This is an optimization exercise on Yosys and OpenROAD, whose aim is small area and a short achievable clock period, not a production implementation. Function was checked by simulation only, so behaviour that the tests miss may differ from the original.

==> inputs of run B <==
## vec_fma
module vec_fma (
    input  wire        clk,
    input  wire        rst,
    input  wire        in_valid,
    input  wire [31:0] in_a,
    input  wire [31:0] in_b,
    input  wire [31:0] in_c,
    output reg         out_valid,
    output reg  [31:0] out_r
);
Settings: LEC_CHECK=0, ABC_AREA=1, CAP_MARGIN=20, CORE_MARGIN=2, CORE_UTILIZATION=40, CTS_CLUSTER_DIAMETER=100, CTS_CLUSTER_SIZE=20, SLEW_MARGIN=20; clock period 25.0 ns.
standard.sh (not shown) runs the stock make flow with config.mk's settings and CLKGATE_MAP_FILE= SYNTH_SCRIPT=/design/flow/synth_recipe.tcl, a recipe that flattens the netlist after the stock synthesis.
==> flow/flow/run.sh <==
#!/bin/bash
# Standard ORFS layout; repair_timing aims for a setup slack of at least
# 18.95 ns at the design's clock period.
set -euo pipefail
bash standard.sh SETUP_SLACK_MARGIN=18.95 'BUFFER_PORTS_ARGS=-buffer_cell sky130_fd_sc_hd__buf_2' finish > standard.log 2>&1
==> run G: changes against run B <==
--- a/flow/design.v
+++ b/flow/design.v
@@ -1895,21 +1895,25 @@
     wire c0 = pg1632;
     wire c1 = pg1632 | pp1633;
     wire [25:0]  u_inc = opu + 26'd1;
     wire [25:0]  u_dec = opu - 26'd1;
     wire         u_zero = (opu == 26'd0);
     wire         l_nz = |opl;
     wire [26:0]  l_neg = ~opl + 27'd1;
     wire         neg = eff_sub & u_zero & ~c1;
-    wire [25:0]  u_dec0 = u_zero ? 26'd0 : u_dec;
-    wire [25:0]  mag_u = eff_sub ? (c1 ? opu : u_dec0) : (c0 ? u_inc : opu);
-    wire [47:0]  mag_m = !eff_sub ? y0 : (!neg ? y1 : (l_nz ? ~y1 : ~y0));
-    wire [26:0]  mag_l = neg ? l_neg : opl;
-    wire [100:0] mag = {mag_u, mag_m, mag_l};
+    reg  [100:0] mag;
+    always @(*) begin
+        if (!eff_sub)
+            mag = {c0 ? u_inc : opu, y0, opl};
+        else if (!neg)
+            mag = {c1 ? opu : u_dec, y1, opl};
+        else
+            mag = {26'd0, l_nz ? ~y1 : ~y0, l_neg};
+    end
     wire         rsign = neg ? s1_sp : s1_sc;
     wire signed [10:0] e_m1 = s1_etop - 11'sd1;
     wire               kill = s1_etop < 11'sd1;      
     wire               has_mark = ~kill & (e_m1 < 11'sd75);
     reg        s2_valid;
     reg [100:0] s2_mag;
     reg [8:0]  s2_em1;
     reg        s2_hasm, s2_kill, s2_rsign, s2_spec, s2_nan, s2_sinf, s2_zsign;
==> flow/config.mk (replaced) <==
export PLATFORM = sky130hd
export DESIGN_NAME = vec_fma
export DESIGN_NICKNAME = vec_fma
export VERILOG_FILES = /design/flow/design.v
export SDC_FILE = /design/flow/constraint.sdc
export NUM_CORES = 4
export LEC_CHECK = 0
export ABC_AREA = 1
export CAP_MARGIN = 20
export CORE_MARGIN = 2
export CORE_UTILIZATION = 50
export CTS_CLUSTER_DIAMETER = 120
export CTS_CLUSTER_SIZE = 24
export SLEW_MARGIN = 20
==> run K: changes against run B <==
--- a/flow/design.v
+++ b/flow/design.v
@@ -1895,21 +1895,25 @@
     wire c0 = pg1632;
     wire c1 = pg1632 | pp1633;
     wire [25:0]  u_inc = opu + 26'd1;
     wire [25:0]  u_dec = opu - 26'd1;
     wire         u_zero = (opu == 26'd0);
     wire         l_nz = |opl;
     wire [26:0]  l_neg = ~opl + 27'd1;
     wire         neg = eff_sub & u_zero & ~c1;
-    wire [25:0]  u_dec0 = u_zero ? 26'd0 : u_dec;
-    wire [25:0]  mag_u = eff_sub ? (c1 ? opu : u_dec0) : (c0 ? u_inc : opu);
-    wire [47:0]  mag_m = !eff_sub ? y0 : (!neg ? y1 : (l_nz ? ~y1 : ~y0));
-    wire [26:0]  mag_l = neg ? l_neg : opl;
-    wire [100:0] mag = {mag_u, mag_m, mag_l};
+    reg  [100:0] mag;
+    always @(*) begin
+        if (!eff_sub)
+            mag = {c0 ? u_inc : opu, y0, opl};
+        else if (!neg)
+            mag = {c1 ? opu : u_dec, y1, opl};
+        else
+            mag = {26'd0, l_nz ? ~y1 : ~y0, l_neg};
+    end
     wire         rsign = neg ? s1_sp : s1_sc;
     wire signed [10:0] e_m1 = s1_etop - 11'sd1;
     wire               kill = s1_etop < 11'sd1;      
     wire               has_mark = ~kill & (e_m1 < 11'sd75);
     reg        s2_valid;
     reg [100:0] s2_mag;
     reg [8:0]  s2_em1;
     reg        s2_hasm, s2_kill, s2_rsign, s2_spec, s2_nan, s2_sinf, s2_zsign;
==> flow/flow/run.sh (replaced) <==
#!/bin/bash
# Standard ORFS layout; repair_timing aims for a setup slack of at least
# 18.9 ns at the design's clock period.
set -euo pipefail
bash standard.sh SETUP_SLACK_MARGIN=18.9 'BUFFER_PORTS_ARGS=-buffer_cell sky130_fd_sc_hd__buf_2' finish > standard.log 2>&1
==> flow/config.mk (replaced) <==
export PLATFORM = sky130hd
export DESIGN_NAME = vec_fma
export DESIGN_NICKNAME = vec_fma
export VERILOG_FILES = /design/flow/design.v
export SDC_FILE = /design/flow/constraint.sdc
export NUM_CORES = 4
export LEC_CHECK = 0
export ABC_AREA = 1
export CAP_MARGIN = 20
export CORE_MARGIN = 2
export CORE_UTILIZATION = 45
export CTS_CLUSTER_DIAMETER = 120
export CTS_CLUSTER_SIZE = 24
export SLEW_MARGIN = 20
==> run Y: changes against run B <==
--- a/flow/design.v
+++ b/flow/design.v
@@ -1895,21 +1895,25 @@
     wire c0 = pg1632;
     wire c1 = pg1632 | pp1633;
     wire [25:0]  u_inc = opu + 26'd1;
     wire [25:0]  u_dec = opu - 26'd1;
     wire         u_zero = (opu == 26'd0);
     wire         l_nz = |opl;
     wire [26:0]  l_neg = ~opl + 27'd1;
     wire         neg = eff_sub & u_zero & ~c1;
-    wire [25:0]  u_dec0 = u_zero ? 26'd0 : u_dec;
-    wire [25:0]  mag_u = eff_sub ? (c1 ? opu : u_dec0) : (c0 ? u_inc : opu);
-    wire [47:0]  mag_m = !eff_sub ? y0 : (!neg ? y1 : (l_nz ? ~y1 : ~y0));
-    wire [26:0]  mag_l = neg ? l_neg : opl;
-    wire [100:0] mag = {mag_u, mag_m, mag_l};
+    reg  [100:0] mag;
+    always @(*) begin
+        if (!eff_sub)
+            mag = {c0 ? u_inc : opu, y0, opl};
+        else if (!neg)
+            mag = {c1 ? opu : u_dec, y1, opl};
+        else
+            mag = {26'd0, l_nz ? ~y1 : ~y0, l_neg};
+    end
     wire         rsign = neg ? s1_sp : s1_sc;
     wire signed [10:0] e_m1 = s1_etop - 11'sd1;
     wire               kill = s1_etop < 11'sd1;      
     wire               has_mark = ~kill & (e_m1 < 11'sd75);
     reg        s2_valid;
     reg [100:0] s2_mag;
     reg [8:0]  s2_em1;
     reg        s2_hasm, s2_kill, s2_rsign, s2_spec, s2_nan, s2_sinf, s2_zsign;
==> flow/config.mk (replaced) <==
export PLATFORM = sky130hd
export DESIGN_NAME = vec_fma
export DESIGN_NICKNAME = vec_fma
export VERILOG_FILES = /design/flow/design.v
export SDC_FILE = /design/flow/constraint.sdc
export NUM_CORES = 4
export LEC_CHECK = 0
export ABC_AREA = 1
export CAP_MARGIN = 20
export CORE_MARGIN = 2
export CORE_UTILIZATION = 45
export CTS_CLUSTER_DIAMETER = 120
export CTS_CLUSTER_SIZE = 24
export SLEW_MARGIN = 20
==> impl_metrics.json <==
{
  "synthTopCellsByArea": "dfxtp_1 (18%), fa_1 (13%), xor2_1 (11%)",
  "grt_start_max_net_pins": 65,
  "muxShareOfSynthArea_pct": 0.407,
  "synthSimpleGateAreaFrac_pct": 25.9,
  "cp.depth": 1,
  "fin_nets": 6605,
  "grt_util_met1_pct": 38.3,
  "status": "complete, no violations",
  "grt_pass1_wl_um": 243000,
  "place_ws_ps": 17140,
  "taps": 1368,
  "area_delta_synth_final_pct": 10.6,
  "skew_ps": 31.3,
  "postCtsSetupRepairBufs": 37,
  "via_per_inst": 5.63
}
# the run above: run B

==> impl_metrics.json <==
{
  "fin_nets": 6532,
  "postCtsSetupRepairBufs": 39,
  "status": "complete, no violations",
  "grt_util_met1_pct": 44.3,
  "via_per_inst": 5.77,
  "synthSimpleGateAreaFrac_pct": 26.2,
  "grt_pass1_wl_um": 243000
}
# the run above: run K

==> impl_metrics.json <==
{
  "postCtsSetupRepairBufs": 35,
  "muxShareOfSynthArea_pct": 0.413,
  "grt_pass1_wl_um": 237000,
  "taps": 1060,
  "synthTopCellsByArea": "dfxtp_1 (18%), fa_1 (13%), nand2_1 (11%)",
  "grt_util_met1_pct": 46.2,
  "fin_nets": 6520,
  "area_delta_synth_final_pct": 9.08,
  "via_per_inst": 5.90,
  "synthSimpleGateAreaFrac_pct": 26.2,
  "skew_ps": 36.4,
  "grt_start_max_net_pins": 61,
  "cp.depth": 4,
  "status": "complete, no violations"
}
# the run above: run G

==> impl_metrics.json <==
{
  "status": "complete, no violations",
  "muxShareOfSynthArea_pct": 0.413,
  "area_delta_synth_final_pct": 9.46,
  "grt_pass1_wl_um": 244000,
  "grt_start_max_net_pins": 64,
  "fin_nets": 6538,
  "postCtsSetupRepairBufs": 40,
  "synthSimpleGateAreaFrac_pct": 26.2,
  "cp.depth": 1,
  "grt_util_met1_pct": 44.3,
  "skew_ps": 40.2,
  "via_per_inst": 5.78,
  "taps": 1176,
  "synthTopCellsByArea": "dfxtp_1 (18%), fa_1 (13%), nand2_1 (11%)"
}
# the run above: run Y

## port drivers added, routing unchanged
No port has a modelled driver above. Below, the same layouts with a new extraction and two added sets of constraints.
Step 1 assumes that a clkbuf_16 drives the clock port and a buf_2 every other input.
Step 2 moves the port delays by t, midway between the first and last clock arrival at a register: inputs arrive t later, outputs are due t later. That takes back most of the time a late clock gives input paths.
Three values: ideal ports, drivers, drivers and shift; two values: the first two.
| run | t, ns | setup WS [ns] | worst hold slack (ns) |
|---|---|---|---|
| run B | 0.708 | 18.849 / 18.772 / 18.461 | 0.339 / 0.339 / 0.339 |
| run G | 0.667 | 18.943 / 18.875 / 18.327 | 0.338 / 0.338 / 0.338 |
| run K | 0.672 | 18.950 / 18.882 / 18.447 | 0.342 / 0.342 / 0.342 |
| run Y | 0.677 | 18.959 / 18.889 / 18.420 | 0.343 / 0.343 / 0.343 |
After both steps setup and hold are still met in every run listed. For run G, which loses most, drivers alone change the setup slack by -0.068 ns; drivers and shift together by -0.616 ns.
